This is an optimization exercise on Yosys and OpenROAD, whose aim is a short achievable clock period and few clock cycles, not a production implementation. The RTL was checked by simulation tests, not by an equivalence proof against the original design. Power is estimated from default activity; no workload was simulated.

==> design/flow/design.v <==
module weevil_core (
    input  wire        clk,
    input  wire        rst,
    input  wire [1:0]  core_id,
    output reg         mem_req,
    output reg         mem_we,
    output reg  [31:0] mem_addr,
    output reg  [3:0]  mem_be,
    output reg  [31:0] mem_wdata,
    input  wire        mem_ready,
    input  wire [31:0] mem_rdata,
    output reg         halted,
    output reg         fault
);
    localparam [3:0] XS_RUN = 4'd0, XS_MEM = 4'd1, XS_AMOR = 4'd2, XS_AMOC = 4'd3,
                     XS_AMOW = 4'd4, XS_MUL1 = 4'd5, XS_MUL2 = 4'd6, XS_DV1 = 4'd7,
                     XS_DV2 = 4'd8, XS_DVF = 4'd9, XS_STOP = 4'd10, XS_MUL3 = 4'd11,
                     XS_DV0 = 4'd12;
    localparam [7:0] C_ILLEGAL = 8'd1, C_MISALIGNED = 8'd2, C_TRAP = 8'd7, C_BREAK = 8'd8;
    reg [3:0]  xs;
    reg        cur_fetch;       
    reg [31:2] fpc;             
    reg [31:0] d_ir;
    reg        d_v;
    reg [31:2] d_pc, d_pn;             
    reg [15:1] d_ra, d_rb, d_rc;       
    reg [15:1] d_rd;                   
    reg        d_fl, d_md, d_mem, d_amo, d_sys, d_late;
    reg [15:1] d_late_oh;
    reg [31:0] ir;
    reg        ir_v;
    reg [31:2] ir_pc, x_pn;
    reg        ir_fl;                  
    reg        ir_md;                  
    reg        ir_mem;                 
    reg        ir_amo;                 
    reg        ir_sys;                 
    reg        x_late;                 
    reg [15:1] x_late_oh;
    reg [31:0] rf [1:15];
    reg        st_ie, st_mode, st_exl, st_pie, st_pmode;
    reg        fl_v, fl_c, fl_z, fl_n;
    reg [31:0] cr_epc, cr_ecause, cr_eaddr, cr_vbase, cr_irq_mask, cr_scratch;
    wire [31:0] status = {fl_n, fl_z, fl_c, fl_v, 23'd0, st_pmode, st_pie, st_exl, st_mode, st_ie};
    wire [31:0] pc = {ir_pc, 2'b00};
    wire [1:0] fmt = ir[31:30];
    wire [5:0] r_fn    = ir[29:24];
    wire [3:0] r_rd    = ir[23:20];
    wire [3:0] r_rb    = ir[15:12];
    wire       r_s     = ir[11];
    wire [4:0] r_shamt = ir[10:6];
    wire [3:0]  i_fn  = ir[29:26];
    wire [3:0]  i_rd  = ir[25:22];
    wire [3:0]  i_ra  = ir[21:18];
    wire        i_s   = ir[17];
    wire [15:0] i_imm = ir[15:0];
    wire [2:0]  m_op    = ir[29:27];
    wire [1:0]  m_mode  = ir[26:25];
    wire [3:0]  m_rt    = ir[24:21];
    wire [3:0]  m_rb    = ir[20:17];
    wire [1:0]  m_scale = ir[12:11];
    wire [11:0] m_disp  = ir[11:0];
    wire [3:0] b_fn  = ir[29:26];
    wire [3:0] b_f1  = ir[25:22];
    wire [3:0] b_f2  = ir[21:18];
    wire [1:0] b_aop = ir[13:12];
    function [11:0] reg_idx(input [31:0] w);
        case (w[31:30])
            2'b00:   reg_idx = {w[19:16], w[15:12], 4'd0};
            2'b01:   reg_idx = {w[21:18], 4'd0, 4'd0};
            2'b10:   reg_idx = {w[20:17], w[16:13], w[24:21]};
            default: reg_idx = {w[21:18], w[17:14], w[25:22]};
        endcase
    endfunction
    function [15:1] onehot(input [3:0] x);
        integer k;
        for (k = 1; k < 16; k = k + 1) onehot[k] = (x == k[3:0]);
    endfunction
    function [15:1] pre_rd(input [31:0] w);
        case (w[31:30])
            2'b00:   pre_rd = onehot(w[23:20]);
            2'b01:   pre_rd = onehot(w[25:22]);
            2'b10:   pre_rd = 15'd0;
            default: pre_rd = (w[29:26] == 4'd1) ? onehot(4'd14) : 15'd0;
        endcase
    endfunction
    function pre_fl(input [31:0] w);
        pre_fl = (w[31:30] == 2'b11) && ((w[29:26] == 4'd0) || (w[29:26] == 4'd15));
    endfunction
    function late_of(input [31:0] w);
        late_of = (w[31:30] == 2'b10 && w[29:27] <= 3'd4) ||
                  (w[31:30] == 2'b00 && w[29:24] >= 6'h10 && w[29:24] <= 6'h16) ||
                  (w[31:26] == 6'b110011);
    endfunction
    function [15:1] late_oh_of(input [31:0] w);
        case (w[31:30])
            2'b00:   late_oh_of = onehot(w[23:20]);
            2'b10:   late_oh_of = onehot(w[24:21]);
            default: late_oh_of = onehot(w[25:22]);
        endcase
    endfunction
    reg [31:0] va, vb, vc;
    wire [31:0] va2 = va, vb2 = vb;
    reg [31:0] d_va, d_vb, d_vc;
    integer rk;
    always @(*) begin
        d_va = 32'd0; d_vb = 32'd0; d_vc = 32'd0;
        for (rk = 1; rk < 16; rk = rk + 1) begin
            d_va = d_va | ({32{d_ra[rk]}} & rf[rk]);
            d_vb = d_vb | ({32{d_rb[rk]}} & rf[rk]);
            d_vc = d_vc | ({32{d_rc[rk]}} & rf[rk]);
        end
    end
    wire [31:0] imm_sx = {{16{i_imm[15]}}, i_imm};
    wire [31:0] imm_zx = {16'd0, i_imm};
    reg  [31:0] add_a, add_b;
    reg         add_cin;
    wire [32:0] add_sum = {1'b0, add_a} + {1'b0, add_b} + {32'd0, add_cin};
    wire        add_v   = (add_a[31] == add_b[31]) && (add_sum[31] != add_a[31]);
    wire [4:0]  sh_amt = r_fn[2] ? r_shamt : vb2[4:0];
    function [31:0] rev32(input [31:0] x);
        integer k;
        for (k = 0; k < 32; k = k + 1) rev32[k] = x[31 - k];
    endfunction
    wire        sh_left = (r_fn[1:0] == 2'b00);
    wire [31:0] sh_in   = sh_left ? rev32(va2) : va2;
    wire [31:0] sh_hi   = (r_fn[1:0] == 2'b10) ? {32{va2[31]}} :
                          (r_fn[1:0] == 2'b11) ? va2 : 32'd0;
    wire [64:0] sh_w    = {sh_hi, sh_in, 1'b0} >> sh_amt;
    wire [31:0] sh_res  = sh_left ? rev32(sh_w[32:1]) : sh_w[32:1];
    wire        sh_c    = (r_fn[1:0] == 2'b11) ? sh_w[32] : sh_w[0];
    function [5:0] clz32(input [31:0] x);
        integer k;
        begin
            clz32 = 6'd32;
            for (k = 0; k < 32; k = k + 1)
                if (x[k]) clz32 = 6'd31 - k[5:0];
        end
    endfunction
    wire [5:0] clz = clz32(va2);
    reg cond_ok;
    always @(*) begin
        case (b_f1)
            4'd0:  cond_ok = 1'b1;
            4'd1:  cond_ok = fl_z;
            4'd2:  cond_ok = !fl_z;
            4'd3:  cond_ok = fl_n;
            4'd4:  cond_ok = !fl_n;
            4'd5:  cond_ok = fl_v;
            4'd6:  cond_ok = !fl_v;
            4'd7:  cond_ok = fl_c;
            4'd8:  cond_ok = !fl_c;
            4'd9:  cond_ok = fl_c && !fl_z;
            4'd10: cond_ok = !fl_c || fl_z;
            4'd11: cond_ok = (fl_n == fl_v);
            4'd12: cond_ok = (fl_n != fl_v);
            4'd13: cond_ok = !fl_z && (fl_n == fl_v);
            4'd14: cond_ok = fl_z || (fl_n != fl_v);
            default: cond_ok = 1'b0;
        endcase
    end
    reg [31:0] m_size;
    always @(*) begin
        case (m_op)
            3'd0, 3'd1, 3'd5: m_size = 32'd1;
            3'd2, 3'd3, 3'd6: m_size = 32'd2;
            default:          m_size = 32'd4;
        endcase
    end
    reg [31:0] m_addr;
    always @(*) begin
        case (m_mode)
            2'b00: m_addr = va2 + {{20{m_disp[11]}}, m_disp};
            2'b01: m_addr = va2;
            2'b10: m_addr = va2 - m_size;
            default: m_addr = va2 + (vb2 << m_scale);
        endcase
    end
    wire [31:0] m_base_new = (m_mode == 2'b01) ? va2 + m_size : va2 - m_size;
    reg        cr_known;
    reg [31:0] cr_rval;
    always @(*) begin
        cr_known = 1'b1;
        cr_rval  = 32'd0;
        if (i_imm[15:4] != 12'd0) cr_known = 1'b0;
        else case (i_imm[3:0])
            4'd0: cr_rval = status;
            4'd1: cr_rval = cr_epc;
            4'd2: cr_rval = cr_ecause;
            4'd3: cr_rval = cr_eaddr;
            4'd4: cr_rval = cr_vbase;
            4'd5: cr_rval = {30'd0, core_id};
            4'd6: cr_rval = 32'd0;
            4'd7: cr_rval = cr_irq_mask;
            4'd8: cr_rval = cr_scratch;
            default: cr_known = 1'b0;
        endcase
    end
    wire cr_task_ok = (i_imm == 16'd0) || (i_imm == 16'd5);
    wire [31:0] br_off = (b_fn == 4'd1) ? {{4{ir[25]}}, ir[25:0], 2'b00}
                                        : {{8{ir[21]}}, ir[21:0], 2'b00};
    wire [31:0] br_target = pc + br_off;
    wire [31:0] pc_plus4 = {ir_pc + 30'd1, 2'b00};
    reg        ex_illegal, ex_misal;
    reg [31:0] ex_misal_addr;
    reg        ex_trap, ex_brk;
    reg        wr_en;
    reg [3:0]  wr_idx;
    reg [31:0] wr_val;
    reg        fl_set_nz, fl_set_c, fl_set_v;
    reg        n_n, n_z, n_c, n_v;
    reg        jump;
    reg [31:0] jump_pc;
    reg        is_mem, is_load, is_amo, is_div, is_mul, is_wait, is_rfe, is_crw, is_fence;
    reg [31:0] res;
    wire       div0 = (vb2 == 32'd0);
    always @(*) begin
        ex_illegal = 1'b0; ex_misal = 1'b0; ex_misal_addr = 32'd0;
        ex_trap = 1'b0; ex_brk = 1'b0;
        wr_en = 1'b0; wr_idx = 4'd0; wr_val = 32'd0;
        fl_set_nz = 1'b0; fl_set_c = 1'b0; fl_set_v = 1'b0;
        n_n = fl_n; n_z = fl_z; n_c = fl_c; n_v = fl_v;
        jump = 1'b0; jump_pc = br_target;
        is_mem = 1'b0; is_load = 1'b0; is_amo = 1'b0; is_div = 1'b0; is_mul = 1'b0;
        is_wait = 1'b0; is_rfe = 1'b0; is_crw = 1'b0; is_fence = 1'b0;
        add_a = va; add_b = vb; add_cin = 1'b0;
        res = 32'd0;
        case (fmt)
        2'b00: begin
            wr_idx = r_rd;
            wr_en  = 1'b1;
            fl_set_nz = r_s;
            if (ir[5:0] != 6'd0) ex_illegal = 1'b1;
            if (r_shamt != 5'd0 && !(r_fn >= 6'h0C && r_fn <= 6'h0F)) ex_illegal = 1'b1;
            case (r_fn)
                6'h00, 6'h01, 6'h02, 6'h03, 6'h17: begin
                    add_b   = (r_fn == 6'h01 || r_fn == 6'h03 || r_fn == 6'h17) ? ~vb : vb;
                    add_cin = (r_fn == 6'h01 || r_fn == 6'h17) ? 1'b1 :
                              (r_fn == 6'h00) ? 1'b0 : fl_c;
                    res = add_sum[31:0];
                    fl_set_c = r_s; fl_set_v = r_s;
                    n_c = add_sum[32]; n_v = add_v;
                    if (r_fn == 6'h17) begin
                        wr_en = 1'b0;
                        fl_set_nz = 1'b1; fl_set_c = 1'b1; fl_set_v = 1'b1;
                        if (r_rd != 4'd0) ex_illegal = 1'b1;
                    end
                end
                6'h04: res = va & vb;
                6'h05: res = va | vb;
                6'h06: res = va ^ vb;
                6'h07: res = va & ~vb;
                6'h08, 6'h09, 6'h0A, 6'h0B, 6'h0C, 6'h0D, 6'h0E, 6'h0F: begin
                    res = sh_res; n_c = sh_c;
                end
                6'h10, 6'h11, 6'h12: begin
                    is_mul = 1'b1; wr_en = 1'b0; fl_set_nz = 1'b0;
                end
                6'h13, 6'h14, 6'h15, 6'h16: begin
                    if (div0) res = (r_fn == 6'h13 || r_fn == 6'h14) ? 32'hFFFF_FFFF : va2;
                    else begin is_div = 1'b1; fl_set_nz = 1'b0; end    
                end
                6'h18: begin
                    res = va & vb; wr_en = 1'b0; fl_set_nz = 1'b1;
                    if (r_rd != 4'd0) ex_illegal = 1'b1;
                end
                6'h19: res = ($signed(va) < $signed(vb)) ? va : vb;
                6'h1A: res = ($signed(va) > $signed(vb)) ? va : vb;
                6'h1B: res = (va < vb) ? va : vb;
                6'h1C: res = (va > vb) ? va : vb;
                6'h1D: res = {26'd0, clz};
                6'h1E: res = {va2[7:0], va2[15:8], va2[23:16], va2[31:24]};
                6'h1F: res = {{24{va2[7]}}, va2[7:0]};
                6'h20: res = {{16{va2[15]}}, va2[15:0]};
                default: ex_illegal = 1'b1;
            endcase
            if (r_fn >= 6'h08 && r_fn <= 6'h0F) fl_set_c = r_s && (sh_amt != 5'd0);
            if (r_fn >= 6'h0C && r_fn <= 6'h0F && r_rb != 4'd0) ex_illegal = 1'b1;
            if (r_fn >= 6'h1D && r_fn <= 6'h20 && r_rb != 4'd0) ex_illegal = 1'b1;
            wr_val = res;
            n_n = res[31]; n_z = (res == 32'd0);
        end
        2'b01: begin
            wr_idx = i_rd;
            wr_en  = 1'b1;
            fl_set_nz = i_s;
            if (ir[16]) ex_illegal = 1'b1;
            case (i_fn)
                4'd0, 4'd4: begin
                    add_b = (i_fn == 4'd4) ? ~imm_sx : imm_sx;
                    add_cin = (i_fn == 4'd4);
                    res = add_sum[31:0];
                    fl_set_c = i_s; fl_set_v = i_s;
                    n_c = add_sum[32]; n_v = add_v;
                    if (i_fn == 4'd4) begin
                        wr_en = 1'b0;
                        fl_set_nz = 1'b1; fl_set_c = 1'b1; fl_set_v = 1'b1;
                        if (i_rd != 4'd0) ex_illegal = 1'b1;
                    end
                end
                4'd1: res = va & imm_zx;
                4'd2: res = va | imm_zx;
                4'd3: res = va ^ imm_zx;
                4'd5: begin
                    res = va & imm_zx; wr_en = 1'b0; fl_set_nz = 1'b1;
                    if (i_rd != 4'd0) ex_illegal = 1'b1;
                end
                4'd6: begin
                    res = {i_imm, 16'd0};
                    if (i_ra != 4'd0 || i_s) ex_illegal = 1'b1;
                end
                4'd7: begin
                    res = pc + {imm_sx[29:0], 2'b00};
                    if (i_ra != 4'd0 || i_s) ex_illegal = 1'b1;
                end
                default: ex_illegal = 1'b1;
            endcase
            wr_val = res;
            n_n = res[31]; n_z = (res == 32'd0);
        end
        2'b10: begin
            is_mem  = 1'b1;
            is_load = (m_op <= 3'd4);
            case (m_mode)
                2'b00: if (ir[16:12] != 5'd0) ex_illegal = 1'b1;
                2'b01, 2'b10: if (ir[16:0] != 17'd0 || m_rb == 4'd0 ||
                                  (is_load && m_rt == m_rb)) ex_illegal = 1'b1;
                default: if (ir[10:0] != 11'd0) ex_illegal = 1'b1;
            endcase
            if ((m_size == 32'd2 && m_addr[0]) || (m_size == 32'd4 && m_addr[1:0] != 2'b00)) begin
                ex_misal = 1'b1; ex_misal_addr = m_addr;
            end
            wr_en = (m_mode == 2'b01 || m_mode == 2'b10);
            wr_idx = m_rb; wr_val = m_base_new;
        end
        default: begin
            case (b_fn)
                4'd0: begin
                    if (b_f1 == 4'd15) ex_illegal = 1'b1;
                    else if (cond_ok) jump = 1'b1;
                end
                4'd1: begin
                    wr_en = 1'b1; wr_idx = 4'd14; wr_val = pc_plus4;
                    jump = 1'b1;
                end
                4'd2: begin
                    if (ir[17:0] != 18'd0) ex_illegal = 1'b1;
                    else if (va2[1:0] != 2'b00) begin
                        ex_misal = 1'b1; ex_misal_addr = va2;
                    end
                    wr_en = 1'b1; wr_idx = b_f1; wr_val = pc_plus4;
                    jump = 1'b1; jump_pc = va2;
                end
                4'd3: begin
                    is_amo = 1'b1;
                    if (ir[11:0] != 12'd0) ex_illegal = 1'b1;
                    else if (va2[1:0] != 2'b00) begin
                        ex_misal = 1'b1; ex_misal_addr = va2;
                    end
                end
                4'd15: begin
                    if (ir[17:16] != 2'b00) ex_illegal = 1'b1;
                    case (b_f1)
                        4'd0: begin
                            if (b_f2 != 4'd0 || i_imm[15:8] != 8'd0) ex_illegal = 1'b1;
                            ex_trap = 1'b1;
                        end
                        4'd1: begin
                            if (b_f2 != 4'd0 || i_imm != 16'd0 || st_mode) ex_illegal = 1'b1;
                            is_rfe = 1'b1;
                            jump = 1'b1; jump_pc = cr_epc;
                        end
                        4'd2: begin
                            if (b_f2 != 4'd0 || i_imm != 16'd0) ex_illegal = 1'b1;
                            is_wait = 1'b1;
                        end
                        4'd3: begin
                            if (b_f2 != 4'd0 || i_imm != 16'd0) ex_illegal = 1'b1;
                            is_fence = 1'b1;
                        end
                        4'd4: begin
                            if (!cr_known || (st_mode && !cr_task_ok)) ex_illegal = 1'b1;
                            wr_en = 1'b1; wr_idx = b_f2; wr_val = cr_rval;
                        end
                        4'd5: begin
                            if (!cr_known || (st_mode && !cr_task_ok)) ex_illegal = 1'b1;
                            is_crw = 1'b1;
                        end
                        4'd6: begin
                            if (b_f2 != 4'd0 || i_imm != 16'd0) ex_illegal = 1'b1;
                            ex_brk = 1'b1;
                        end
                        default: ex_illegal = 1'b1;
                    endcase
                end
                default: ex_illegal = 1'b1;
            endcase
        end
        endcase
    end
    wire        ex_any = ex_illegal | ex_misal | ex_trap | ex_brk;
    reg  [3:0]  ex_cause;
    reg  [7:0]  ex_info;
    reg  [31:0] ex_epc, ex_eaddr;
    always @(*) begin
        ex_info = 8'd0; ex_epc = pc; ex_eaddr = 32'd0;
        if (ex_illegal)    ex_cause = C_ILLEGAL[3:0];
        else if (ex_misal) begin ex_cause = C_MISALIGNED[3:0]; ex_eaddr = ex_misal_addr; end
        else if (ex_trap)  begin ex_cause = C_TRAP[3:0]; ex_info = i_imm[7:0]; ex_epc = pc_plus4; end
        else               ex_cause = C_BREAK[3:0];
    end
    wire [31:0] ex_vector = {cr_vbase[31:8], ex_cause, 4'd0};
    reg [2:0]  ld_op;
    reg [1:0]  ld_lo;
    reg [3:0]  ld_rt;
    reg [15:1] ld_rt_oh;
    reg        dreq;        
    reg        q_v, q_we, q_ld;
    reg [31:2] q_addr;
    reg [3:0]  q_be;
    reg [31:0] q_wdata;
    reg [2:0]  q_op;
    reg [1:0]  q_lo;
    reg [15:1] q_rt_oh;
    reg        ld_is;
    reg [1:0]  amo_op;
    reg [3:0]  amo_rd;
    reg [31:0] amo_data, amo_cmp, amo_old;
    reg [32:0] mul_a, mul_b;
    reg [63:0] mul_ps, mul_pc;    
    reg        mul_hi;
    reg [3:0]  mul_rd;
    reg        mul_s;
    wire [63:0] mul_ax = {{31{mul_a[32]}}, mul_a};
    wire [63:0] mul_r0 = mul_b[0] ? (mul_ax << 0) : 64'd0;
    wire [63:0] mul_r1 = mul_b[1] ? (mul_ax << 1) : 64'd0;
    wire [63:0] mul_r2 = mul_b[2] ? (mul_ax << 2) : 64'd0;
    wire [63:0] mul_r3 = mul_b[3] ? (mul_ax << 3) : 64'd0;
    wire [63:0] mul_r4 = mul_b[4] ? (mul_ax << 4) : 64'd0;
    wire [63:0] mul_r5 = mul_b[5] ? (mul_ax << 5) : 64'd0;
    wire [63:0] mul_r6 = mul_b[6] ? (mul_ax << 6) : 64'd0;
    wire [63:0] mul_r7 = mul_b[7] ? (mul_ax << 7) : 64'd0;
    wire [63:0] mul_r8 = mul_b[8] ? (mul_ax << 8) : 64'd0;
    wire [63:0] mul_r9 = mul_b[9] ? (mul_ax << 9) : 64'd0;
    wire [63:0] mul_r10 = mul_b[10] ? (mul_ax << 10) : 64'd0;
    wire [63:0] mul_r11 = mul_b[11] ? (mul_ax << 11) : 64'd0;
    wire [63:0] mul_r12 = mul_b[12] ? (mul_ax << 12) : 64'd0;
    wire [63:0] mul_r13 = mul_b[13] ? (mul_ax << 13) : 64'd0;
    wire [63:0] mul_r14 = mul_b[14] ? (mul_ax << 14) : 64'd0;
    wire [63:0] mul_r15 = mul_b[15] ? (mul_ax << 15) : 64'd0;
    wire [63:0] mul_r16 = mul_b[16] ? (mul_ax << 16) : 64'd0;
    wire [63:0] mul_r17 = mul_b[17] ? (mul_ax << 17) : 64'd0;
    wire [63:0] mul_r18 = mul_b[18] ? (mul_ax << 18) : 64'd0;
    wire [63:0] mul_r19 = mul_b[19] ? (mul_ax << 19) : 64'd0;
    wire [63:0] mul_r20 = mul_b[20] ? (mul_ax << 20) : 64'd0;
    wire [63:0] mul_r21 = mul_b[21] ? (mul_ax << 21) : 64'd0;
    wire [63:0] mul_r22 = mul_b[22] ? (mul_ax << 22) : 64'd0;
    wire [63:0] mul_r23 = mul_b[23] ? (mul_ax << 23) : 64'd0;
    wire [63:0] mul_r24 = mul_b[24] ? (mul_ax << 24) : 64'd0;
    wire [63:0] mul_r25 = mul_b[25] ? (mul_ax << 25) : 64'd0;
    wire [63:0] mul_r26 = mul_b[26] ? (mul_ax << 26) : 64'd0;
    wire [63:0] mul_r27 = mul_b[27] ? (mul_ax << 27) : 64'd0;
    wire [63:0] mul_r28 = mul_b[28] ? (mul_ax << 28) : 64'd0;
    wire [63:0] mul_r29 = mul_b[29] ? (mul_ax << 29) : 64'd0;
    wire [63:0] mul_r30 = mul_b[30] ? (mul_ax << 30) : 64'd0;
    wire [63:0] mul_r31 = mul_b[31] ? (mul_ax << 31) : 64'd0;
    wire [63:0] mul_r32 = mul_b[32] ? ~(mul_ax << 32) : 64'd0;
    wire [63:0] mul_r33 = {63'd0, mul_b[32]};
    wire [63:0] mul_l1s0 = mul_r0 ^ mul_r1 ^ mul_r2;
    wire [63:0] mul_l1c0 = ((mul_r0 & mul_r1) | (mul_r0 & mul_r2) | (mul_r1 & mul_r2)) << 1;
    wire [63:0] mul_l1s1 = mul_r3 ^ mul_r4 ^ mul_r5;
    wire [63:0] mul_l1c1 = ((mul_r3 & mul_r4) | (mul_r3 & mul_r5) | (mul_r4 & mul_r5)) << 1;
    wire [63:0] mul_l1s2 = mul_r6 ^ mul_r7 ^ mul_r8;
    wire [63:0] mul_l1c2 = ((mul_r6 & mul_r7) | (mul_r6 & mul_r8) | (mul_r7 & mul_r8)) << 1;
    wire [63:0] mul_l1s3 = mul_r9 ^ mul_r10 ^ mul_r11;
    wire [63:0] mul_l1c3 = ((mul_r9 & mul_r10) | (mul_r9 & mul_r11) | (mul_r10 & mul_r11)) << 1;
    wire [63:0] mul_l1s4 = mul_r12 ^ mul_r13 ^ mul_r14;
    wire [63:0] mul_l1c4 = ((mul_r12 & mul_r13) | (mul_r12 & mul_r14) | (mul_r13 & mul_r14)) << 1;
    wire [63:0] mul_l1s5 = mul_r15 ^ mul_r16 ^ mul_r17;
    wire [63:0] mul_l1c5 = ((mul_r15 & mul_r16) | (mul_r15 & mul_r17) | (mul_r16 & mul_r17)) << 1;
    wire [63:0] mul_l1s6 = mul_r18 ^ mul_r19 ^ mul_r20;
    wire [63:0] mul_l1c6 = ((mul_r18 & mul_r19) | (mul_r18 & mul_r20) | (mul_r19 & mul_r20)) << 1;
    wire [63:0] mul_l1s7 = mul_r21 ^ mul_r22 ^ mul_r23;
    wire [63:0] mul_l1c7 = ((mul_r21 & mul_r22) | (mul_r21 & mul_r23) | (mul_r22 & mul_r23)) << 1;
    wire [63:0] mul_l1s8 = mul_r24 ^ mul_r25 ^ mul_r26;
    wire [63:0] mul_l1c8 = ((mul_r24 & mul_r25) | (mul_r24 & mul_r26) | (mul_r25 & mul_r26)) << 1;
    wire [63:0] mul_l1s9 = mul_r27 ^ mul_r28 ^ mul_r29;
    wire [63:0] mul_l1c9 = ((mul_r27 & mul_r28) | (mul_r27 & mul_r29) | (mul_r28 & mul_r29)) << 1;
    wire [63:0] mul_l1s10 = mul_r30 ^ mul_r31 ^ mul_r32;
    wire [63:0] mul_l1c10 = ((mul_r30 & mul_r31) | (mul_r30 & mul_r32) | (mul_r31 & mul_r32)) << 1;
    wire [63:0] mul_l2s0 = mul_l1s0 ^ mul_l1c0 ^ mul_l1s1;
    wire [63:0] mul_l2c0 = ((mul_l1s0 & mul_l1c0) | (mul_l1s0 & mul_l1s1) | (mul_l1c0 & mul_l1s1)) << 1;
    wire [63:0] mul_l2s1 = mul_l1c1 ^ mul_l1s2 ^ mul_l1c2;
    wire [63:0] mul_l2c1 = ((mul_l1c1 & mul_l1s2) | (mul_l1c1 & mul_l1c2) | (mul_l1s2 & mul_l1c2)) << 1;
    wire [63:0] mul_l2s2 = mul_l1s3 ^ mul_l1c3 ^ mul_l1s4;
    wire [63:0] mul_l2c2 = ((mul_l1s3 & mul_l1c3) | (mul_l1s3 & mul_l1s4) | (mul_l1c3 & mul_l1s4)) << 1;
    wire [63:0] mul_l2s3 = mul_l1c4 ^ mul_l1s5 ^ mul_l1c5;
    wire [63:0] mul_l2c3 = ((mul_l1c4 & mul_l1s5) | (mul_l1c4 & mul_l1c5) | (mul_l1s5 & mul_l1c5)) << 1;
    wire [63:0] mul_l2s4 = mul_l1s6 ^ mul_l1c6 ^ mul_l1s7;
    wire [63:0] mul_l2c4 = ((mul_l1s6 & mul_l1c6) | (mul_l1s6 & mul_l1s7) | (mul_l1c6 & mul_l1s7)) << 1;
    wire [63:0] mul_l2s5 = mul_l1c7 ^ mul_l1s8 ^ mul_l1c8;
    wire [63:0] mul_l2c5 = ((mul_l1c7 & mul_l1s8) | (mul_l1c7 & mul_l1c8) | (mul_l1s8 & mul_l1c8)) << 1;
    wire [63:0] mul_l2s6 = mul_l1s9 ^ mul_l1c9 ^ mul_l1s10;
    wire [63:0] mul_l2c6 = ((mul_l1s9 & mul_l1c9) | (mul_l1s9 & mul_l1s10) | (mul_l1c9 & mul_l1s10)) << 1;
    wire [63:0] mul_l3s0 = mul_l2s0 ^ mul_l2c0 ^ mul_l2s1;
    wire [63:0] mul_l3c0 = ((mul_l2s0 & mul_l2c0) | (mul_l2s0 & mul_l2s1) | (mul_l2c0 & mul_l2s1)) << 1;
    wire [63:0] mul_l3s1 = mul_l2c1 ^ mul_l2s2 ^ mul_l2c2;
    wire [63:0] mul_l3c1 = ((mul_l2c1 & mul_l2s2) | (mul_l2c1 & mul_l2c2) | (mul_l2s2 & mul_l2c2)) << 1;
    wire [63:0] mul_l3s2 = mul_l2s3 ^ mul_l2c3 ^ mul_l2s4;
    wire [63:0] mul_l3c2 = ((mul_l2s3 & mul_l2c3) | (mul_l2s3 & mul_l2s4) | (mul_l2c3 & mul_l2s4)) << 1;
    wire [63:0] mul_l3s3 = mul_l2c4 ^ mul_l2s5 ^ mul_l2c5;
    wire [63:0] mul_l3c3 = ((mul_l2c4 & mul_l2s5) | (mul_l2c4 & mul_l2c5) | (mul_l2s5 & mul_l2c5)) << 1;
    wire [63:0] mul_l3s4 = mul_l2s6 ^ mul_l2c6 ^ mul_l1c10;
    wire [63:0] mul_l3c4 = ((mul_l2s6 & mul_l2c6) | (mul_l2s6 & mul_l1c10) | (mul_l2c6 & mul_l1c10)) << 1;
    wire [63:0] mul_l4s0 = mul_l3s0 ^ mul_l3c0 ^ mul_l3s1;
    wire [63:0] mul_l4c0 = ((mul_l3s0 & mul_l3c0) | (mul_l3s0 & mul_l3s1) | (mul_l3c0 & mul_l3s1)) << 1;
    wire [63:0] mul_l4s1 = mul_l3c1 ^ mul_l3s2 ^ mul_l3c2;
    wire [63:0] mul_l4c1 = ((mul_l3c1 & mul_l3s2) | (mul_l3c1 & mul_l3c2) | (mul_l3s2 & mul_l3c2)) << 1;
    wire [63:0] mul_l4s2 = mul_l3s3 ^ mul_l3c3 ^ mul_l3s4;
    wire [63:0] mul_l4c2 = ((mul_l3s3 & mul_l3c3) | (mul_l3s3 & mul_l3s4) | (mul_l3c3 & mul_l3s4)) << 1;
    wire [63:0] mul_l5s0 = mul_l4s0 ^ mul_l4c0 ^ mul_l4s1;
    wire [63:0] mul_l5c0 = ((mul_l4s0 & mul_l4c0) | (mul_l4s0 & mul_l4s1) | (mul_l4c0 & mul_l4s1)) << 1;
    wire [63:0] mul_l5s1 = mul_l4c1 ^ mul_l4s2 ^ mul_l4c2;
    wire [63:0] mul_l5c1 = ((mul_l4c1 & mul_l4s2) | (mul_l4c1 & mul_l4c2) | (mul_l4s2 & mul_l4c2)) << 1;
    wire [63:0] mul_l6s0 = mul_l5s0 ^ mul_l5c0 ^ mul_l5s1;
    wire [63:0] mul_l6c0 = ((mul_l5s0 & mul_l5c0) | (mul_l5s0 & mul_l5s1) | (mul_l5c0 & mul_l5s1)) << 1;
    wire [63:0] mul_l6s1 = mul_l5c1 ^ mul_l3c4 ^ mul_r33;
    wire [63:0] mul_l6c1 = ((mul_l5c1 & mul_l3c4) | (mul_l5c1 & mul_r33) | (mul_l3c4 & mul_r33)) << 1;
    wire [63:0] mul_l7s0 = mul_l6s0 ^ mul_l6c0 ^ mul_l6s1;
    wire [63:0] mul_l7c0 = ((mul_l6s0 & mul_l6c0) | (mul_l6s0 & mul_l6s1) | (mul_l6c0 & mul_l6s1)) << 1;
    wire [63:0] mul_l8s0 = mul_l7s0 ^ mul_l7c0 ^ mul_l6c1;
    wire [63:0] mul_l8c0 = ((mul_l7s0 & mul_l7c0) | (mul_l7s0 & mul_l6c1) | (mul_l7c0 & mul_l6c1)) << 1;
    wire [63:0] mul_cs0 = mul_l8s0;
    wire [63:0] mul_cs1 = mul_l8c0;
    wire [63:0] mul_p = mul_ps + mul_pc;
    wire [31:0] mul_res = mul_hi ? mul_p[63:32] : mul_p[31:0];
    reg [31:0] dv_rem, dv_d, dv_q;
    reg [33:0] dv_d3;
    reg [4:0]  dv_cnt;
    reg        dv_negq, dv_negr, dv_isq, dv_sa, dv_sb;
    reg [3:0]  dv_rd;
    reg        dv_s;
    wire [5:0] dv_clza = clz32(dv_rem);
    wire [5:0] dv_clzb = clz32(dv_d);
    wire [6:0] dv_k    = {1'b0, dv_clzb} - {1'b0, dv_clza};
    wire [34:0] dv_r1 = {3'b0, dv_rem} - {3'b0, dv_d};
    wire [34:0] dv_r2 = {3'b0, dv_rem} - {2'b0, dv_d, 1'b0};
    wire [34:0] dv_r3 = {3'b0, dv_rem} - {1'b0, dv_d3};
    wire [4:0]  dv_m0 = {dv_k[4:1], 1'b0};     
    wire [33:0] dv_b3 = {2'b0, dv_d} + {1'b0, dv_d, 1'b0};
    wire [31:0] dv_qf  = dv_negq ? -dv_q : dv_q;
    wire [31:0] dv_rf  = dv_negr ? -dv_rem : dv_rem;
    wire [31:0] dv_res = dv_isq ? dv_qf : dv_rf;
    wire [31:0] ld_w = mem_rdata >> {ld_lo, 3'b000};
    wire [7:0]  ld_b = ld_w[7:0];
    wire [15:0] ld_h = ld_lo[1] ? mem_rdata[31:16] : mem_rdata[15:0];
    reg  [31:0] ld_val;
    always @(*) begin
        case (ld_op)
            3'd0: ld_val = {{24{ld_b[7]}}, ld_b};
            3'd1: ld_val = {24'd0, ld_b};
            3'd2: ld_val = {{16{ld_h[15]}}, ld_h};
            3'd3: ld_val = {16'd0, ld_h};
            default: ld_val = mem_rdata;
        endcase
    end
    reg        mp1, mwb_v;
    reg [15:1] mul_rd_oh;
    wire mul_busy = mp1 | mwb_v;
    wire x_hazard = (mul_busy && (ir_md || (mul_s && ir_fl))) ||
                    (q_v && ir_mem) ||
                    ((dreq || q_v) && (ir_amo || ir_sys || st_exl));
    wire x_exec   = (xs == XS_RUN) && ir_v && !x_hazard;
    wire [15:1] d_regs = d_ra | d_rb | d_rc | d_rd;
    wire d_hazard = (ir_v && x_late && (d_regs & x_late_oh) != 15'd0) ||
                    (mul_busy && (d_regs & mul_rd_oh) != 15'd0) ||
                    (dreq && ld_is && (d_regs & ld_rt_oh) != 15'd0) ||
                    (q_v && q_ld && (d_regs & q_rt_oh) != 15'd0);
    wire x_fault  = x_exec && ex_any && st_exl;
    wire x_exc    = x_exec && ex_any && !st_exl;
    wire x_ok     = x_exec && !ex_any;
    wire [31:0] x_next   = jump ? jump_pc : pc_plus4;
    wire x_mispred = x_next[31:2] != x_pn;
    wire x_redir  = x_exc || (x_ok && (x_mispred || is_fence));
    wire [31:0] x_target = x_exc ? ex_vector : x_next;
    localparam BTB_N = 32;
    reg  [BTB_N-1:0] btb_v;
    reg  [8:0]       btb_tag [0:BTB_N-1];
    reg  [31:2]      btb_tgt [0:BTB_N-1];
    wire [4:0]       btb_ri  = fpc[6:2];
    wire             btb_hit = btb_v[btb_ri] && (btb_tag[btb_ri] == fpc[15:7]);
    wire [31:2]      fpc_seq = btb_hit ? btb_tgt[btb_ri] : fpc + 30'd1;
    wire [4:0]       btb_wi  = ir_pc[6:2];
    localparam IC_N = 32;
    reg  [IC_N-1:0] ic_v;
    reg  [31:7]     ic_tag  [0:IC_N-1];
    reg  [31:0]     ic_data [0:IC_N-1];
    wire [4:0]      ic_i    = fpc[6:2];
    wire            ic_hit  = ic_v[ic_i] && (ic_tag[ic_i] == fpc[31:7]);
    wire            f_mem   = cur_fetch && mem_ready;      
    wire [31:0]     ir_in   = ic_hit ? ic_data[ic_i] : mem_rdata;
    wire d_adv    = d_v && !d_hazard && (xs == XS_RUN) && (!ir_v || x_exec) && !x_redir;
    wire f_ok     = (ic_hit || f_mem) && (!d_v || d_adv);
    wire amo_cas_fail = (amo_op == 2'd3) && (mem_rdata != amo_cmp);
    reg [3:0] xs_n;
    always @(*) begin
        xs_n = xs;
        case (xs)
            XS_RUN: if (x_fault) xs_n = XS_STOP;
                    else if (x_ok) begin
                        if (is_amo)       xs_n = XS_AMOR;
                        else if (is_div)  xs_n = XS_DV1;
                        else if (is_wait) xs_n = XS_STOP;
                    end
            XS_MEM:  if (mem_ready) xs_n = XS_RUN;
            XS_AMOR: if (mem_ready) xs_n = (amo_op == 2'd1) ? XS_AMOC : XS_AMOW;
            XS_AMOC: xs_n = XS_AMOW;
            XS_AMOW: if (mem_ready || !mem_req) xs_n = XS_RUN;
            XS_MUL1: xs_n = XS_MUL2;
            XS_MUL2: xs_n = XS_MUL3;
            XS_MUL3: xs_n = XS_RUN;
            XS_DV0:  xs_n = XS_DV1;
            XS_DV1:  xs_n = dv_k[6] ? XS_DVF : XS_DV2;
            XS_DV2:  if (dv_cnt == 5'd0) xs_n = XS_DVF;
            XS_DVF:  xs_n = XS_RUN;
            default: xs_n = XS_STOP;
        endcase
    end
    wire        ir_v_n = d_adv ? 1'b1 : (x_exec || x_redir) ? 1'b0 : ir_v;
    wire        d_v_n  = x_redir ? 1'b0 : f_ok ? 1'b1 : d_adv ? 1'b0 : d_v;
    wire [31:2] fpc_n  = x_redir ? x_target[31:2] : f_ok ? fpc_seq : fpc;
    wire        fetch_n = (xs_n == XS_RUN) || (xs_n == XS_DV1) || (xs_n == XS_DV2) || (xs_n == XS_DVF);
    reg [3:0]  xr_be;
    reg [31:0] xr_wdata;
    always @(*) begin
        xr_be = 4'b1111; xr_wdata = vc;
        case (m_op)
            3'd5: begin xr_be = 4'b0001 << m_addr[1:0]; xr_wdata = {4{vc[7:0]}}; end
            3'd6: begin xr_be = m_addr[1] ? 4'b1100 : 4'b0011; xr_wdata = {2{vc[15:0]}}; end
            default: ;
        endcase
    end
    reg        rf_we;
    reg [3:0]  rf_wa;
    reg [31:0] rf_wd;
    reg        mul_wb;       
    always @(*) begin
        rf_we = 1'b0; rf_wa = wr_idx; rf_wd = wr_val; mul_wb = 1'b0;
        case (xs)
            XS_RUN:  if (x_exec && wr_en) rf_we = x_ok && !is_div;
                     else mul_wb = mwb_v;
            XS_DVF:  begin rf_we = 1'b1; rf_wa = dv_rd; rf_wd = dv_res; end
            default: mul_wb = mwb_v;
        endcase
        if (mul_wb) begin rf_we = 1'b1; rf_wa = mul_rd; rf_wd = mul_res; end
    end
    wire [15:1] x_wr_oh = (ir_v && wr_en && !is_div) ? onehot(wr_idx) : 15'd0;
    wire        lp_ld  = dreq && ld_is && mem_ready;
    wire        lp_amo = (xs == XS_AMOR) && mem_ready;
    wire [15:1] lp_oh  = lp_ld ? ld_rt_oh : lp_amo ? onehot(amo_rd) : 15'd0;
    wire [31:0] lp_wd  = lp_ld ? ld_val : mem_rdata;
    integer i;
    always @(posedge clk) begin
        if (rst) begin
            xs <= XS_RUN;
            cur_fetch <= 1'b1;
            fpc <= 30'd0;
            ir_v <= 1'b0;
            d_v <= 1'b0;
            btb_v <= {BTB_N{1'b0}};
            ic_v <= {IC_N{1'b0}};
            dreq <= 1'b0;
            q_v <= 1'b0;
            mp1 <= 1'b0; mwb_v <= 1'b0;
            mem_req <= 1'b1; mem_we <= 1'b0; mem_addr <= 32'd0; mem_be <= 4'b1111;
            halted <= 1'b0; fault <= 1'b0;
            for (i = 1; i < 16; i = i + 1) rf[i] <= 32'd0;
            st_ie <= 1'b0; st_mode <= 1'b0; st_exl <= 1'b0; st_pie <= 1'b0; st_pmode <= 1'b0;
            fl_n <= 1'b0; fl_z <= 1'b0; fl_c <= 1'b0; fl_v <= 1'b0;
            cr_epc <= 32'd0; cr_ecause <= 32'd0; cr_eaddr <= 32'd0; cr_vbase <= 32'd0;
            cr_irq_mask <= 32'd0; cr_scratch <= 32'd0;
        end else begin
            xs   <= xs_n;
            ir_v <= ir_v_n;
            d_v  <= d_v_n;
            fpc  <= fpc_n;
            if (x_ok && jump) begin
                btb_v[btb_wi] <= 1'b1;
                btb_tag[btb_wi] <= ir_pc[15:7];
                btb_tgt[btb_wi] <= jump_pc[31:2];
            end else if (x_ok && x_mispred)
                btb_v[btb_wi] <= 1'b0;
            if (x_ok && is_fence) ic_v <= {IC_N{1'b0}};
            if (f_mem) begin
                ic_v[ic_i] <= 1'b1;
                ic_tag[ic_i] <= fpc[31:7];
                ic_data[ic_i] <= mem_rdata;
            end
            if (f_ok) begin
                d_ir <= ir_in;
                d_pc <= fpc;
                d_pn <= fpc_seq;
                d_ra <= onehot(reg_idx(ir_in) >> 8);
                d_rb <= onehot(reg_idx(ir_in) >> 4);
                d_rc <= onehot(reg_idx(ir_in));
                d_rd <= pre_rd(ir_in);
                d_fl <= pre_fl(ir_in);
                d_md <= (ir_in[31:30] == 2'b00) && (ir_in[29:24] >= 6'h10) &&
                        (ir_in[29:24] <= 6'h16);
                d_mem <= (ir_in[31:30] == 2'b10) || (ir_in[31:26] == 6'b110011);
                d_amo <= (ir_in[31:26] == 6'b110011);
                d_sys <= (ir_in[31:26] == 6'b111111);
                d_late <= late_of(ir_in);
                d_late_oh <= late_oh_of(ir_in);
            end
            if (d_adv) begin
                ir <= d_ir; ir_pc <= d_pc; x_pn <= d_pn;
                ir_fl <= d_fl; ir_md <= d_md; ir_mem <= d_mem; ir_amo <= d_amo; ir_sys <= d_sys;
                x_late <= d_late; x_late_oh <= d_late_oh;
                va <= ((x_wr_oh & d_ra) != 15'd0) ? wr_val : d_va;
                vb <= ((x_wr_oh & d_rb) != 15'd0) ? wr_val : d_vb;
                vc <= ((x_wr_oh & d_rc) != 15'd0) ? wr_val : d_vc;
            end
            for (i = 1; i < 16; i = i + 1)
                if (rf_we && rf_wa == i[3:0]) rf[i] <= rf_wd;
                else if (lp_oh[i]) rf[i] <= lp_wd;
            if (x_exc) begin
                cr_epc    <= ex_epc;
                cr_ecause <= {16'd0, ex_info, 4'd0, ex_cause};
                cr_eaddr  <= ex_eaddr;
                st_pie <= st_ie; st_pmode <= st_mode;
                st_ie <= 1'b0; st_mode <= 1'b0; st_exl <= 1'b1;
            end
            if (x_fault) fault <= 1'b1;
            if (x_ok) begin
                if (is_wait) halted <= 1'b1;
                if (fl_set_nz) begin fl_n <= n_n; fl_z <= n_z; end
                if (fl_set_c) fl_c <= n_c;
                if (fl_set_v) fl_v <= n_v;
                if (is_rfe) begin
                    st_ie <= st_pie; st_mode <= st_pmode; st_exl <= 1'b0;
                end
                if (is_crw) begin
                    case (i_imm[3:0])
                        4'd0: begin
                            {fl_n, fl_z, fl_c, fl_v} <= va2[31:28];
                            {st_pmode, st_pie, st_exl, st_mode, st_ie} <= va2[4:0];
                        end
                        4'd1: cr_epc <= va2;
                        4'd4: cr_vbase <= {va2[31:8], 8'd0};
                        4'd7: cr_irq_mask <= va2;
                        4'd8: cr_scratch <= va2;
                        default: ;
                    endcase
                end
            end
            if (xs == XS_RUN) begin
                amo_op <= b_aop; amo_rd <= b_f1; amo_data <= vb2; amo_cmp <= vc;
                dv_negq <= (r_fn == 6'h14) && (va2[31] ^ vb2[31]);
                dv_negr <= (r_fn == 6'h16) && va2[31];
                dv_isq  <= (r_fn == 6'h13 || r_fn == 6'h14);
                dv_sa   <= (r_fn == 6'h14 || r_fn == 6'h16) && va2[31];
                dv_sb   <= (r_fn == 6'h14 || r_fn == 6'h16) && vb2[31];
                dv_rem  <= ((r_fn == 6'h14 || r_fn == 6'h16) && va2[31]) ? -va2 : va2;
                dv_d    <= ((r_fn == 6'h14 || r_fn == 6'h16) && vb2[31]) ? -vb2 : vb2;
                dv_rd <= r_rd; dv_s <= r_s;
            end
            if (x_exec && is_mul) begin
                mul_a <= {(r_fn == 6'h12) & va2[31], va2};
                mul_b <= {(r_fn == 6'h12) & vb2[31], vb2};
                mul_hi <= (r_fn != 6'h10); mul_rd <= r_rd; mul_s <= r_s;
                mul_rd_oh <= onehot(r_rd);
            end
            mp1 <= x_ok && is_mul;
            mwb_v <= mp1 || (mwb_v && !mul_wb);
            if (x_ok && fl_set_nz && mul_busy) mul_s <= 1'b0;
            if (mp1) begin
                mul_ps <= mul_cs0;
                mul_pc <= mul_cs1;
            end
            if (mul_wb && mul_s && !(x_ok && fl_set_nz)) begin
                fl_n <= mul_res[31]; fl_z <= (mul_res == 32'd0);
            end
            if (xs == XS_DV1) begin
                dv_q <= 32'd0;
                dv_d <= dv_d << dv_m0;
                dv_d3 <= dv_b3 << dv_m0;
                dv_cnt <= {1'b0, dv_k[4:1]};
            end
            if (xs == XS_DV2) begin
                if (!dv_r3[34]) begin
                    dv_rem <= dv_r3[31:0]; dv_q <= {dv_q[29:0], 2'b11};
                end else if (!dv_r2[34]) begin
                    dv_rem <= dv_r2[31:0]; dv_q <= {dv_q[29:0], 2'b10};
                end else if (!dv_r1[34]) begin
                    dv_rem <= dv_r1[31:0]; dv_q <= {dv_q[29:0], 2'b01};
                end else
                    dv_q <= {dv_q[29:0], 2'b00};
                dv_d <= dv_d >> 2;
                dv_d3 <= dv_d3 >> 2;
                dv_cnt <= dv_cnt - 5'd1;
            end
            if (xs == XS_DVF && dv_s) begin
                fl_n <= dv_res[31]; fl_z <= (dv_res == 32'd0);
            end
            if (xs == XS_AMOR && mem_ready) amo_old <= mem_rdata;
            cur_fetch <= 1'b0;
            mem_req <= 1'b0;
            dreq <= 1'b0;
            if (xs_n == XS_STOP) begin
                mem_req <= 1'b0;
            end else if (dreq && !mem_ready) begin
                mem_req <= 1'b1; dreq <= 1'b1;       
                if (x_ok && is_mem) begin            
                    q_v <= 1'b1; q_we <= !is_load; q_ld <= is_load;
                    q_addr <= m_addr[31:2]; q_be <= xr_be; q_wdata <= xr_wdata;
                    q_op <= m_op; q_lo <= m_addr[1:0]; q_rt_oh <= onehot(m_rt);
                end
            end else if (dreq && q_v) begin          
                mem_req <= 1'b1; dreq <= 1'b1; q_v <= 1'b0;
                mem_addr <= {q_addr, 2'b00}; mem_we <= q_we; mem_be <= q_be; mem_wdata <= q_wdata;
                ld_op <= q_op; ld_lo <= q_lo; ld_rt_oh <= q_rt_oh; ld_is <= q_ld;
            end else if (x_ok && is_mem) begin
                mem_req <= 1'b1; dreq <= 1'b1;
                mem_addr <= {m_addr[31:2], 2'b00}; mem_we <= !is_load; mem_be <= xr_be;
                mem_wdata <= xr_wdata;
                ld_op <= m_op; ld_lo <= m_addr[1:0]; ld_rt_oh <= onehot(m_rt); ld_is <= is_load;
            end else if (x_ok && is_amo) begin
                mem_req  <= 1'b1;
                mem_addr <= {va2[31:2], 2'b00};
                mem_we   <= 1'b0;
                mem_be   <= 4'b1111;
            end else if ((xs == XS_AMOR || xs == XS_AMOW) && xs_n == xs) begin
                mem_req <= 1'b1;        
            end else if (xs == XS_AMOR && (xs_n == XS_AMOW)) begin
                mem_req <= !amo_cas_fail; mem_we <= 1'b1;
                mem_wdata <= (amo_op == 2'd2) ? (mem_rdata | amo_data) : amo_data;
            end else if (xs == XS_AMOC) begin
                mem_req <= 1'b1; mem_we <= 1'b1;
                mem_wdata <= amo_old + amo_data;
            end else if (fetch_n) begin
                mem_req <= 1'b1; cur_fetch <= 1'b1; mem_we <= 1'b0; mem_be <= 4'b1111;
                mem_addr <= {fpc_n, 2'b00};
            end
        end
    end
endmodule
==> design/flow/flow/run.sh <==
#!/bin/bash
# Standard ORFS layout (the standard.sh, standard synthesis unchanged), with
# repair_timing asked for extra setup margin so that the resizer keeps
# optimising paths well below the 20 ns constraint. Clock, I/O delays and loads
# are the design's constraint.sdc as given.
set -euo pipefail
MARGIN=$(cat flow/margin.txt)
sed "s/\"\${@:-finish}\"/SETUP_SLACK_MARGIN=${MARGIN} \"\${@:-finish}\"/" standard.sh > tuned_standard.sh
grep -q "SETUP_SLACK_MARGIN=${MARGIN}" tuned_standard.sh
bash tuned_standard.sh finish > orfs_make.log 2>&1
==> design/flow/flow/margin.txt <==
14
==> design/flow/standard.sh <==
#!/bin/bash
# synth_recipe.tcl (not shown) runs the flow's synth.tcl, then flattens the netlist and writes it again
# the make line also repeats each setting of config.mk as NAME=value (left out here)
make -C /OpenROAD-flow-scripts/flow DESIGN_CONFIG=/design/flow/config.mk WORK_HOME=/design/flow/orfs CLKGATE_MAP_FILE= SYNTH_SCRIPT=/design/flow/synth_recipe.tcl "${@:-finish}"
==> design/flow/config.mk <==
export PLATFORM = sky130hd
export DESIGN_NAME = weevil_core
export DESIGN_NICKNAME = weevil_core
export VERILOG_FILES = /design/flow/design.v
export SDC_FILE = /design/flow/constraint.sdc
export NUM_CORES = 4
export LEC_CHECK = 0
export ABC_CLOCK_PERIOD_IN_PS = 5000
export CAP_MARGIN = 30
export CELL_PAD_IN_SITES_DETAIL_PLACEMENT = 1
export CORE_MARGIN = 2
export CORE_UTILIZATION = 22
export PLACE_DENSITY = 0.35
export SLEW_MARGIN = 60
==> design/flow/constraint.sdc <==
create_clock -name core_clock -period 20.0 [get_ports {clk}]
set_input_delay 4.0000 -clock core_clock [delete_from_list [all_inputs] [get_ports {clk}]]
set_output_delay 4.0000 -clock core_clock [all_outputs]
set_load 0.01 [all_outputs]
==> out/qor.yml <==
status: "timing/DRC/antenna clean"
multiInputGateArea_um2: 135000
worstHoldPathCells: 0
final_cell_mix: "edfxtp_1 (4,051), nand2_1 (1,693), nor2_1 (1,671), inv_1 (1,343), a21oi_1 (1,175)"
h-tree-depth: 6
final_area_um2: 342000
drv_slew: 0
power_mw: 30.1
clk_latency_ns: 1.21
drive_above_1_share: 0.211
setup_viol: 0
slowest_delay_ns: 0.58
syn_inst: 23416
root_buffer: "clkbuf_16"
cts_tree: "done"
pin_count: 109
setup.worst_path.start: "ir[24]"
grt_pass1_wl_um: 2030000
num-nets-final: 26084
io_buffers: 106
regArea_um2: 138000
ys_async_sr_fraction: 0
crit_type: "register to register"
ys_seq_area_frac: 0.499
grt_use_total: 0.232
dpl.cell_count: 39886
grt_max_degree: 84
antenna_found_initial: 172
fin_setup_tns_ns: 0
synth_flop_cell: "edfxtp_1"
post_dp_cell_area_um2: 310000
avgSynthCellArea_um2: 11.8
synth_top_area_cell: "edfxtp_1"
r2r_cells: 25
cts_buffer_depth: 5
vdd_drop_max_mv: 0.0656
wl_per_cell_um: 36.6
min_period_ns: 6.24
die_area_um2: 1260000
wl_um: 1530000
die_w_um: 1120
dp_hpwl_um: 1030000
synth_top_area_share: 0.441
syn_area_um2: 276000
place.gp.congestion: 1.01
power_frac_seq: 0.388
fmaxAchievable_mhz: 160
numCtsBuffers: 604
worstPathArrival_ns: 7.29
rsz0062_at_grt: "true"
path_common_cell: "buf_4"
leakagePower_nw: 117
skew_ns: 0.135
finalHoldViolations: 0
layout_commonest_cell: "edfxtp_1"
clk_pin_slew_ns: 0.06
critPathMaxFanout: 34
grt.overflow.total: 0
switchingPower_mw: 10.0
p_per_area_nw_per_um2: 88.1
cp.required_ns: 21.05
instances_no_fill: 41747
synth_area_leaders: "edfxtp_1 (44%), fa_1 (8.3%), mux4_2 (6.9%)"
synth-seq-cells: 4847
wl_met3_um: 108000
reg2reg_from: "ir[24]"
synth-edff-count: 4051
clkPwrFrac: 0.363
start_util: 0.220
fillCellCount: 136568
cp-end-kind: "register"
met1_length_um: 628000
switching_share: 0.333
p_comb_frac: 0.250
cap_violations: 0
core_um2: 1250000
cp_slowest_cell: "a221oi_1"
dpl_worst_slack_ns: 11.57
internal_power_mw: 20.1
yosys_warnings: 2
die_h_um: 1120
first_pass_iters: 10
ant_nets: 0
grt_pass1_vias: 222342
drt-initial-drc-count: 26321
setup_ws_ns: 13.76
worst_slew_pin_slew_ns: 1.27
drcViolationCount: 0
vias: 220942
hp-start: "d_ir[2]"
viasPerCell: 5.29
cts_num_sinks: 4847
rows: 411
period_share: 0.312
min_path_type: "register to register"
synth.distinct_cells: 109
startpoint_type: "register"
wl_met2_um: 684000
relSlewSlack: 0.140
areaGrowthSynthToFinish_pct: 24.1
highest_layer: "met5"
-- layer usage --
layer  vias up  GRT usage
met5         -          0
met4        30      0.129
met3      3003     0.0411
met2     10091      0.364
met1    118370      0.302
li1      89448          -
-- area by class of cell --
cell class,count,area share
clock inverter,278,0.00774
clock buffer,811,0.0480
timing repair buffer,1989,0.0679
sequential,4847,0.402
tap,16726,0.0611
multi-input combinational,15441,0.395
antenna,232,0.00170
inverter,1423,0.0160
-- final timing paths --
kind / endpoint / slack [ns]
worst max-delay path: rf[12][30] / 13.76
worst min register to register: ir[2] / 0.40
worst min-delay path: ir[2] / 0.40
worst max register to register: rf[12][30] / 13.76
-- power by group through the flow --
| stage | clock network (mW) | registers (mW) | logic [mW] |
|---|---|---|---|
| 3_5_place_dp | 0 | 11.9 | 6.76 |
| 4_1_cts | 11.2 | 11.7 | 7.15 |
| 3_3_place_gp | 0 | 11.9 | 6.42 |
| 5_1_grt | 11.5 | 11.7 | 7.79 |
| 2_1_floorplan | 0 | 11.8 | 3.36 |
| 6_report | 10.9 | 11.7 | 7.52 |
-- critical path: cells and delay by family (launching register included) --
kind | cells | cell delay (ns)
buffers and inverters | 9 | 1.56
DFF | 1 | 0.41
and+or+nand+nor | 3 | 0.64
AOI/OAI and AO/OA | 11 | 2.73
muxes | 2 | 0.67
-- Yosys cell counts (all sizes together), types with 369 or more instances --
cell,n
inv,1398
clkbuf,1414
xnor2,369
mux4,849
o21ai,816
a211oi,550
nor2,1904
ha,601
nand3,440
a22oi,878
a21oi,1343
nand2,1759
and2,868
edfxtp,4051
dfxtp,796
fa,1140
-- sequential cells by signal, indices dropped and copies added (netlist names), 33 cells and up, named ones only --
name / flops
mul_ps: 64
dv_d3: 34
ic_tag: 800
mul_pc: 62
mul_a: 33
ic_data: 1024
btb_tgt: 960
mul_b: 33
rf: 480
btb_tag: 288
-- stage by stage --
stage / util / hold slack [ns]
after floorplan: - / 0.400
after global placement: 0.240 / 0.401
after detailed placement: 0.248 / 0.405
after CTS: 0.269 / 0.355
after global routing: 0.273 / 0.354
final: 0.274 / 0.396
-- logic make-up after synthesis --
family,synth area share
and+or+nand+nor,0.105
AOI/OAI and AO/OA,0.138
adders and majority gates,0.110
xor gates and xnor gates,0.0194
muxes,0.0851
DFF,0.499
buffers and inverters,0.0435
other,0.0000136
-- repair_timing --
action,CTS,global route
setup buffers,232,166
endpoints found under the hold margin,0,0
cloned,60,42
endpoints found under the setup margin,2895,1995
resized for setup,927,613
pin swaps,144,252
hold buffers,0,0
Testbench counts, summed over its fixed seeds: cycles 132,343.

-- static timing again, ports no longer ideal --
The results above use ideal ports. As a check the final layout listed here was re-extracted and re-timed, cells and wires unchanged. Step 1 (the two cells are an assumption about what drives the block):
set clk [get_ports {clk}]
set_driving_cell -lib_cell sky130_fd_sc_hd__clkbuf_16 $clk
set_driving_cell -lib_cell sky130_fd_sc_hd__buf_2 [delete_from_list [all_inputs] $clk]
Step 2 also shifts input and output timing later by t, the mid clock arrival at the registers, as if the neighbouring blocks saw the same clock. Three values: ideal, step 1, step 2; two values: the first two.
t (ns): 1.281
setup WS [ns]: 13.755 / 13.755 / 12.625
worst register clock-pin slew, ns: 0.07 / 0.07
After both steps this run still meets setup and hold. The setup slack of this run moves by 0.000 ns with the drivers and by -1.130 ns with both steps.
